This is an optimization exercise on Yosys and OpenROAD, whose aim is small area, a short achievable clock period and few clock cycles per item, not a production implementation. Where RTL was checked, it was by simulation tests only, not by an equivalence proof against the original. No activity file was given, so power comes from the tool's default toggle rates.

==> flow/design.v <==
module brimet_divsqrt (
    input  wire        clk,
    input  wire        rst,
    input  wire        in_valid,
    output wire        in_ready,
    input  wire [7:0]  in_op,
    input  wire [31:0] in_a,
    input  wire [7:0]  in_aq,
    input  wire [31:0] in_b,
    input  wire [7:0]  in_bq,
    output reg         out_valid,
    output wire [31:0] out_val,
    output wire [7:0]  out_q
);
    reg         run;     
    reg         fin;     
    reg  [4:0]  pos;     
    reg  [25:0] W;       
    reg  [25:0] X;       
    reg  [25:0] Q;       
    reg  [8:0]  E;       
    reg         sq;      
    reg         ev;      
    reg         f_sign, f_selb;
    wire load  = ~run & ~fin;
    wire first = (pos == {4'b1100, ev});
    wire last  = (pos == 5'd0 && (Q[23] || ev)) || (pos == 5'd31);
    assign in_ready = fin;
    assign out_val  = {X[16:8], Q[22:0]};
    assign out_q    = X[7:0];
    reg  [25:0] H;
    integer hk;
    always @* begin
        for (hk = 0; hk < 26; hk = hk + 1)
            H[hk] = sq && (pos == hk);
    end
    wire [26:0] A  = {W, 1'b0};
    wire [27:0] D  = {1'b0, A} - {2'b00, X};
    wire        qb = ~D[27];
    wire [25:0] Wn = qb ? D[25:0] : A[25:0];
    wire [25:0] Xn = (X & ~H) | ({H[24:0], 1'b0} & {26{qb}}) | {1'b0, H[25:1]};
    wire [7:0] eg = E[7:0] & ~Q[25:18];
    wire [7:0] ep = E[7:0] ^ ~Q[25:18];
    reg  [7:0] cg, cp;                   
    integer ei, el;
    always @* begin
        cg = eg;
        cp = ep;
        for (el = 1; el < 8; el = el * 2)
            for (ei = 0; ei < 8; ei = ei + 1)
                if ((ei / el) % 2 == 1) begin
                    cg[ei] = cg[ei] | (cp[ei] & cg[(ei / el) * el - 1]);
                    cp[ei] = cp[ei] & cp[(ei / el) * el - 1];
                end
    end
    wire [8:0] e_div = {cg[7], ep ^ {cg[6:0], 1'b0}};
    wire [8:0] e_sq  = {E[7], ~E[7], ~E[7], E[6:1]};                  
    wire a_ez = (E[7:0] == 8'h00), a_eo = (E[7:0] == 8'hFF);
    wire b_ez = (Q[25:18] == 8'h00), b_eo = (Q[25:18] == 8'hFF);
    wire b_mnz = (X[23:1] != 23'd0);
    wire sp_bad  = sq ? (~a_ez & (a_eo | f_sign)) : (a_eo | b_ez | (b_eo & b_mnz));
    wire sp_zero = sq ? a_ez : (a_ez | (b_eo & ~b_mnz));
    wire [8:0] e_new = sp_bad ? 9'h1FF : sp_zero ? 9'h000 : sq ? e_sq : e_div;
    wire        late = ~Q[25];
    wire        st  = (W != 26'd0);
    wire        inc = Q[0] & (st | Q[1]);
    reg  [22:0] rf;
    reg  [7:0]  rx;
    reg         rc, gc, dn;
    integer ri;
    always @* begin
        rc = inc;
        gc = inc;
        for (ri = 0; ri < 23; ri = ri + 1) begin
            if (ri % 4 == 0) begin
                gc = rc;                                
                rc = rc & (&Q[1+ri +: 4]);              
            end
            rf[ri] = Q[1+ri] ^ gc;
            gc = gc & Q[1+ri];
        end
        dn = late;
        for (ri = 0; ri < 8; ri = ri + 1) begin
            rx[ri] = (ri == 7 ? ~E[7] : E[ri]) ^ dn;
            if (ri < 7)
                dn = dn & ~E[ri];
        end
    end
    wire [30:0] rs  = {rx, rf};
    wire        t_norm = late ? (E >= 9'd130) : (E >= 9'd129);
    wire        t_up   = (late ? (E == 9'd129) : (E == 9'd128)) && (&Q[24:1]);
    wire        r_bad  = t_norm && (late ? (E >= 9'd384) : (E >= 9'd383));
    wire bad     = r_bad;
    reg  [31:0] res;
    always @* begin
        if (bad)
            res = 32'h7FC0_0000;
        else if (!(t_norm || t_up))
            res = {f_sign, 31'd0};
        else if (t_norm)
            res = {f_sign, rs};
        else
            res = {f_sign, 8'd1, 23'd0};
    end
    wire [1:0] ca = {in_aq[7] & in_aq[6], in_aq[6]};
    wire [1:0] cb = {in_bq[7] & in_bq[6], in_bq[6]};
    always @(posedge clk) begin
        f_sign <= in_a[31] ^ (in_b[31] & ~in_op[0]);
        f_selb <= ~in_op[0] & (cb < ca);
    end
    always @(posedge clk) begin
        if (rst) begin
            run       <= 1'b0;
            fin       <= 1'b0;
            out_valid <= 1'b0;
        end else begin
            out_valid <= fin & in_valid;
            fin       <= run & last;
            run       <= run ? ~last : (load & in_valid);
        end
    end
    always @(posedge clk) begin
        pos <= load ? {4'b1100, in_op[0] & ~in_a[23]} : pos - 5'd1;
        W   <= load ? {2'b00, 1'b1, in_a[22:0]} : Wn;
        if (load)
            X <= {in_op[0] & ~in_a[23], ~(in_op[0] & ~in_a[23]),
                  in_b[22:0] & {23{~in_op[0]}}, 1'b0};
        else if (fin)
            X <= {Xn[25:17], res[31:23], bad ? 8'h03 : (f_selb ? in_bq : in_aq)};
        else
            X <= Xn;
        if (load) begin
            sq <= in_op[0];
            ev <= in_op[0] & ~in_a[23];
            Q  <= {in_b[30:23], 17'd0, 1'b1};
            E  <= {1'b0, in_a[30:23]};
        end else if (fin) begin
            Q <= {Q[24:22], res[22:0]};
        end else begin
            Q <= {Q[24:0], qb};
            if (first)
                E <= e_new;
        end
    end
endmodule
==> flow/config.mk <==
export PLATFORM = sky130hd
export DESIGN_NAME = brimet_divsqrt
export DESIGN_NICKNAME = brimet_divsqrt
export VERILOG_FILES = /design/flow/design.v
export SDC_FILE = /design/flow/constraint.sdc
export NUM_CORES = 4
export LEC_CHECK = 0
export CAP_MARGIN = 20
export CORE_MARGIN = 2
export CORE_UTILIZATION = 40
export CTS_BUF_LIST = sky130_fd_sc_hd__clkbuf_8
export SLEW_MARGIN = 20
==> flow/constraint.sdc <==
create_clock -name core_clock -period 15.0 [get_ports {clk}]
set_input_delay 3.0000 -clock core_clock [delete_from_list [all_inputs] [get_ports {clk}]]
set_output_delay 3.0000 -clock core_clock [all_outputs]
set_load 0.01 [all_outputs]
standard.sh (not shown) runs the stock make flow with config.mk's settings and CLKGATE_MAP_FILE= SYNTH_SCRIPT=/design/flow/synth_recipe.tcl, a recipe that flattens the netlist after the stock synthesis.
==> flow/flow/run.sh <==
#!/bin/bash
# Standard layout, with every port buffered by a plain buf_2 instead of the
# default pick.  Output of the run goes to flow_run.log.
set -euo pipefail
export BUFFER_PORTS_ARGS="-buffer_cell sky130_fd_sc_hd__buf_2"
bash standard.sh > flow_run.log 2>&1
Next try:
--- a/flow/design.v
+++ b/flow/design.v
@@ -15,4 +15,5 @@
     reg         run;     
     reg         fin;     
+    reg         rdy;     
     reg  [4:0]  pos;     
     reg  [25:0] W;       
@@ -26,5 +27,5 @@
     wire first = (pos == {4'b1100, ev});
     wire last  = (pos == 5'd0 && (Q[23] || ev)) || (pos == 5'd31);
-    assign in_ready = fin;
+    assign in_ready = rdy;
     assign out_val  = {X[16:8], Q[22:0]};
     assign out_q    = X[7:0];
@@ -113,8 +114,10 @@
             run       <= 1'b0;
             fin       <= 1'b0;
+            rdy       <= 1'b0;
             out_valid <= 1'b0;
         end else begin
             out_valid <= fin & in_valid;
             fin       <= run & last;
+            rdy       <= run & last & in_valid;
             run       <= run ? ~last : (load & in_valid);
         end
Via count came out higher by 1.9%. Routed wire length went up by 4.0%. Non-clock buffer count decreases by 2. Die area is higher by 2.0%. Worst hold slack improves by 11 ps. Global-route usage increases by 0.36 points. Power goes up by 3.8%. Clock skew stays flat. Final area goes up by 1.7%. Clock-buffer cell count came out lower by 1. Core utilization went down by 0.65 points. Cell count grows by 1.3%. Synthesized area grows by 2.1%.
Testbench counts after the change, summed over its fixed seeds: cycles 219,945, ops 8,000.
For the first run of this note, only the layout was checked, not whether the RTL still works.

---

## the previous run
brimet_divsqrt, a different RTL version from the one above (not shown whole).
Size: roughly 99 flip-flops, about 130 I/O pins, roughly 9300 um2 of cells after synthesis.
==> module brimet_divsqrt, before the edit <==
module brimet_divsqrt (
    input  wire        clk,
    input  wire        rst,
    input  wire        in_valid,
    output wire        in_ready,
    input  wire [7:0]  in_op,
    input  wire [31:0] in_a,
    input  wire [7:0]  in_aq,
    input  wire [31:0] in_b,
    input  wire [7:0]  in_bq,
    output reg         out_valid,
    output wire [31:0] out_val,
    output wire [7:0]  out_q
);
    reg         run;     
    reg         fin;     
    reg         rdy;     
    reg  [4:0]  pos;     
    reg  [25:0] W;       
    reg  [25:0] X;       
    reg  [25:0] Q;       
    reg  [8:0]  E;       
    reg         sq;      
    reg         ev;      
    reg         f_sign, f_selb;
    wire load  = ~run & ~fin;
    wire first = (pos[4:1] == 4'd12);
    wire last  = (pos[4:1] == 4'd0);
    assign in_ready = rdy;
    assign out_val  = {X[16:8], Q[22:0]};
    assign out_q    = X[7:0];
    reg  [25:0] H;
    integer hk;
    always @* begin
        for (hk = 0; hk < 26; hk = hk + 1)
            H[hk] = sq && (pos == hk);
    end
    wire [26:0] A1 = {W, 1'b0};
    wire [27:0] D1 = {1'b0, A1} - {2'b00, X};
    wire        q1 = ~D1[27];
    wire [25:0] R1 = q1 ? D1[25:0] : A1[25:0];
    wire [25:0] T2 = (X & ~H) | ({H[24:0], 1'b0} & {26{q1}}) | {1'b0, H[25:1]};
    wire [26:0] A2 = {R1, 1'b0};
    wire [27:0] D2 = {1'b0, A2} - {2'b00, T2};
    wire        q2 = ~D2[27];
    wire [25:0] Wn = q2 ? D2[25:0] : A2[25:0];
    wire [25:0] Xn = (X & ~H) | ({H[24:0], 1'b0} & {26{q1}}) | (H & {26{q2}}) | {2'b00, H[25:2]};
    wire [7:0] eg = E[7:0] & ~Q[25:18];
    wire [7:0] ep = E[7:0] ^ ~Q[25:18];
    reg  [7:0] cg, cp;                   
    integer ei, el;
    always @* begin
        cg = eg;
        cp = ep;
        for (el = 1; el < 8; el = el * 2)
            for (ei = 0; ei < 8; ei = ei + 1)
                if ((ei / el) % 2 == 1) begin
                    cg[ei] = cg[ei] | (cp[ei] & cg[(ei / el) * el - 1]);
                    cp[ei] = cp[ei] & cp[(ei / el) * el - 1];
                end
    end
    wire [8:0] e_div = {cg[7], ep ^ {cg[6:0], 1'b0}};
    wire [8:0] e_sq  = {E[7], ~E[7], ~E[7], E[6:1]};                  
    wire a_ez = (E[7:0] == 8'h00), a_eo = (E[7:0] == 8'hFF);
    wire b_ez = (Q[25:18] == 8'h00), b_eo = (Q[25:18] == 8'hFF);
    wire b_mnz = (X[23:1] != 23'd0);
    wire sp_bad  = sq ? (~a_ez & (a_eo | f_sign)) : (a_eo | b_ez | (b_eo & b_mnz));
    wire sp_zero = sq ? a_ez : (a_ez | (b_eo & ~b_mnz));
    wire [8:0] e_new = sp_bad ? 9'h1FF : sp_zero ? 9'h000 : sq ? e_sq : e_div;
    wire        late = ~Q[25];
    wire [24:0] Nq  = late ? Q[24:0] : Q[25:1];         
    wire        st  = (W != 26'd0) | (~late & Q[0]);
    wire        inc = Nq[0] & (st | Nq[1]);
    reg  [22:0] rf;
    reg  [7:0]  rx;
    reg         rc, gc, dn;
    integer ri;
    always @* begin
        rc = inc;
        gc = inc;
        for (ri = 0; ri < 23; ri = ri + 1) begin
            if (ri % 4 == 0) begin
                gc = rc;                                
                rc = rc & (&Nq[1+ri +: 4]);             
            end
            rf[ri] = Nq[1+ri] ^ gc;
            gc = gc & Nq[1+ri];
        end
        dn = late;
        for (ri = 0; ri < 8; ri = ri + 1) begin
            rx[ri] = (ri == 7 ? ~E[7] : E[ri]) ^ dn;
            if (ri < 7)
                dn = dn & ~E[ri];
        end
    end
    wire [30:0] rs  = {rx, rf};
    wire        t_norm = late ? (E >= 9'd130) : (E >= 9'd129);
    wire        t_up   = (late ? (E == 9'd129) : (E == 9'd128)) && (&Nq[24:1]);
    wire        r_bad  = t_norm && (late ? (E >= 9'd384) : (E >= 9'd383));
    wire bad     = r_bad;
    reg  [31:0] res;
    always @* begin
        if (bad)
            res = 32'h7FC0_0000;
        else if (!(t_norm || t_up))
            res = {f_sign, 31'd0};
        else if (t_norm)
            res = {f_sign, rs};
        else
            res = {f_sign, 8'd1, 23'd0};
    end
    wire [1:0] ca = {in_aq[7] & in_aq[6], in_aq[6]};
    wire [1:0] cb = {in_bq[7] & in_bq[6], in_bq[6]};
    always @(posedge clk) begin
        f_sign <= in_a[31] ^ (in_b[31] & ~in_op[0]);
        f_selb <= ~in_op[0] & (cb < ca);
    end
    always @(posedge clk) begin
        if (rst) begin
            run       <= 1'b0;
            fin       <= 1'b0;
            rdy       <= 1'b0;
            out_valid <= 1'b0;
        end else begin
            out_valid <= fin & in_valid;
            fin       <= run & last;
            rdy       <= run & last & in_valid;
            run       <= run ? ~last : (load & in_valid);
        end
    end
    always @(posedge clk) begin
        pos <= load ? {4'b1100, in_op[0] & ~in_a[23]} : pos - 5'd2;
        W   <= load ? {2'b00, 1'b1, in_a[22:0]} : Wn;
        if (load)
            X <= {in_op[0] & ~in_a[23], ~(in_op[0] & ~in_a[23]),
                  in_b[22:0] & {23{~in_op[0]}}, 1'b0};
        else if (fin)
            X <= {Xn[25:17], res[31:23], bad ? 8'h03 : (f_selb ? in_bq : in_aq)};
        else
            X <= Xn;
        if (load) begin
            sq <= in_op[0];
            ev <= in_op[0] & ~in_a[23];
            Q  <= {in_b[30:23], 18'd0};
            E  <= {1'b0, in_a[30:23]};
        end else if (fin) begin
            Q <= {Q[24:22], res[22:0]};
        end else begin
            Q <= {Q[23:0], q1, q2};
            if (first)
                E <= e_new;
        end
    end
endmodule
clock: 15.0 ns
lec_check: 0
cap_margin: 20
core_margin: 2
core_utilization: 40
cts_buf_list: sky130_fd_sc_hd__clkbuf_8
slew_margin: 20
Scripts as last shown in full above: flow/flow/run.sh
diff inputs: the previous run => the current run
diff --git a/flow/design.v b/flow/design.v
--- a/flow/design.v
+++ b/flow/design.v
@@ -14,7 +14,6 @@
 );
     reg         run;     
     reg         fin;     
-    reg         rdy;     
     reg  [4:0]  pos;     
     reg  [25:0] W;       
     reg  [25:0] X;       
@@ -24,10 +23,10 @@
     reg         ev;      
     reg         f_sign, f_selb;
     wire load  = ~run & ~fin;
-    wire first = (pos[4:1] == 4'd12);
-    wire last  = (pos[4:1] == 4'd0);
-    assign in_ready = rdy;
-    assign out_val  = {X[16:8], Q[22:0]};
+    wire first = (pos == {4'b1100, ev});
+    wire last  = (pos == 5'd0 && (Q[23] || ev)) || (pos == 5'd31);
+    assign in_ready = fin;
+    assign out_val  = {E[8:0], Q[22:0]};
     assign out_q    = X[7:0];
     reg  [25:0] H;
     integer hk;
@@ -35,16 +34,11 @@
         for (hk = 0; hk < 26; hk = hk + 1)
             H[hk] = sq && (pos == hk);
     end
-    wire [26:0] A1 = {W, 1'b0};
-    wire [27:0] D1 = {1'b0, A1} - {2'b00, X};
-    wire        q1 = ~D1[27];
-    wire [25:0] R1 = q1 ? D1[25:0] : A1[25:0];
-    wire [25:0] T2 = (X & ~H) | ({H[24:0], 1'b0} & {26{q1}}) | {1'b0, H[25:1]};
-    wire [26:0] A2 = {R1, 1'b0};
-    wire [27:0] D2 = {1'b0, A2} - {2'b00, T2};
-    wire        q2 = ~D2[27];
-    wire [25:0] Wn = q2 ? D2[25:0] : A2[25:0];
-    wire [25:0] Xn = (X & ~H) | ({H[24:0], 1'b0} & {26{q1}}) | (H & {26{q2}}) | {2'b00, H[25:2]};
+    wire [26:0] A  = {W, 1'b0};
+    wire [27:0] D  = {1'b0, A} - {2'b00, X};
+    wire        qb = ~D[27];
+    wire [25:0] Wn = qb ? D[25:0] : A[25:0];
+    wire [25:0] Xn = (X & ~H) | ({H[24:0], 1'b0} & {26{qb}}) | {1'b0, H[25:1]};
     wire [7:0] eg = E[7:0] & ~Q[25:18];
     wire [7:0] ep = E[7:0] ^ ~Q[25:18];
     reg  [7:0] cg, cp;                   
@@ -68,9 +62,8 @@
     wire sp_zero = sq ? a_ez : (a_ez | (b_eo & ~b_mnz));
     wire [8:0] e_new = sp_bad ? 9'h1FF : sp_zero ? 9'h000 : sq ? e_sq : e_div;
     wire        late = ~Q[25];
-    wire [24:0] Nq  = late ? Q[24:0] : Q[25:1];         
-    wire        st  = (W != 26'd0) | (~late & Q[0]);
-    wire        inc = Nq[0] & (st | Nq[1]);
+    wire        st  = (W != 26'd0);
+    wire        inc = Q[0] & (st | Q[1]);
     reg  [22:0] rf;
     reg  [7:0]  rx;
     reg         rc, gc, dn;
@@ -81,10 +74,10 @@
         for (ri = 0; ri < 23; ri = ri + 1) begin
             if (ri % 4 == 0) begin
                 gc = rc;                                
-                rc = rc & (&Nq[1+ri +: 4]);             
+                rc = rc & (&Q[1+ri +: 4]);              
             end
-            rf[ri] = Nq[1+ri] ^ gc;
-            gc = gc & Nq[1+ri];
+            rf[ri] = Q[1+ri] ^ gc;
+            gc = gc & Q[1+ri];
         end
         dn = late;
         for (ri = 0; ri < 8; ri = ri + 1) begin
@@ -95,7 +88,7 @@
     end
     wire [30:0] rs  = {rx, rf};
     wire        t_norm = late ? (E >= 9'd130) : (E >= 9'd129);
-    wire        t_up   = (late ? (E == 9'd129) : (E == 9'd128)) && (&Nq[24:1]);
+    wire        t_up   = (late ? (E == 9'd129) : (E == 9'd128)) && (&Q[24:1]);
     wire        r_bad  = t_norm && (late ? (E >= 9'd384) : (E >= 9'd383));
     wire bad     = r_bad;
     reg  [31:0] res;
@@ -119,34 +112,33 @@
         if (rst) begin
             run       <= 1'b0;
             fin       <= 1'b0;
-            rdy       <= 1'b0;
             out_valid <= 1'b0;
         end else begin
             out_valid <= fin & in_valid;
             fin       <= run & last;
-            rdy       <= run & last & in_valid;
             run       <= run ? ~last : (load & in_valid);
         end
     end
     always @(posedge clk) begin
-        pos <= load ? {4'b1100, in_op[0] & ~in_a[23]} : pos - 5'd2;
+        pos <= load ? {4'b1100, in_op[0] & ~in_a[23]} : pos - 5'd1;
         W   <= load ? {2'b00, 1'b1, in_a[22:0]} : Wn;
         if (load)
             X <= {in_op[0] & ~in_a[23], ~(in_op[0] & ~in_a[23]),
                   in_b[22:0] & {23{~in_op[0]}}, 1'b0};
         else if (fin)
-            X <= {Xn[25:17], res[31:23], bad ? 8'h03 : (f_selb ? in_bq : in_aq)};
+            X <= {Xn[25:8], bad ? 8'h03 : (f_selb ? in_bq : in_aq)};
         else
             X <= Xn;
         if (load) begin
             sq <= in_op[0];
             ev <= in_op[0] & ~in_a[23];
-            Q  <= {in_b[30:23], 18'd0};
+            Q  <= {in_b[30:23], 17'd0, 1'b1};
             E  <= {1'b0, in_a[30:23]};
         end else if (fin) begin
-            Q <= {Q[24:22], res[22:0]};
+            Q[22:0] <= res[22:0];
+            E[8:0]  <= res[31:23];
         end else begin
-            Q <= {Q[23:0], q1, q2};
+            Q <= {Q[24:0], qb};
             if (first)
                 E <= e_new;
         end
Notes after the runs:
Sort the previous run and the current run by aggregate global-route resource usage asc -> top: the current run
Against the previous run, switching power in the current run came out better.
The portion of the clock cycle consumed by the worst path in the final layout of the current run falls short of that of the previous run by 18 points.
Cmp the previous run and the current run / power / higher: the previous run
Compared to the previous run, the current run has net count after synthesis about 24% lower.
In the reports for the previous run and the current run, the smaller area after synthesis belongs to the current run.
Looking only at antenna cell count, and setting everything else aside, the lower value of the previous run and the current run goes to the current run.
Relative to the previous run, share of total power in the clock network has increased by 9.1 points in the current run.
Of the previous run and the current run, the lower sequential group share of total power belongs to the previous run.
The current run reports a lower signal arrival time at the worst endpoint than the previous run does.
First-iteration DRC count ends up higher on the previous run.
In terms of worst clock skew, the previous run and the current run differ only marginally.
Min cell area across the previous run and the current run: the current run
No run of this note included a check of the RTL's function; only the layout flow was run.

-- afterwards: timing with drivers on the ports --
In the flow no input, the clock included, has a driving cell. The finished layouts below were timed again as built, in two steps. Step 1 sets driving cells, clkbuf_16 on the clock port and buf_2 on the other inputs (assumed; they add their load-dependent delay and slew). Step 2 times the ports against the registers' clock, not the clock port: input delays grow and output delays shrink by t, the midpoint of the rising clock arrivals with the driver on. Slacks: ideal / step 1 / step 2; pairs: ideal / step 1.
| run | shift t [ns] | setup WS [ns] | clock arrival spread, ns | slew at the worst register clock pin (ns) |
|---|---|---|---|---|
| the first run of note 1 | 0.435 | 10.473 / 10.435 / 10.477 | 0.019 / 0.020 | 0.12 / 0.12 |
| the second run of note 1 | 0.436 | 10.873 / 10.836 / 10.771 | 0.019 / 0.019 | 0.12 / 0.12 |
| the previous run | 0.427 | 8.084 / 8.084 / 8.084 | 0.015 / 0.014 | 0.11 / 0.11 |
| the current run | 0.421 | 10.811 / 10.775 / 10.632 | 0.012 / 0.012 | 0.11 / 0.11 |
After both steps setup and hold are still met in every run listed. The setup slack of the current run, which loses most, moves by -0.036 ns with the drivers and by -0.179 ns with both steps.
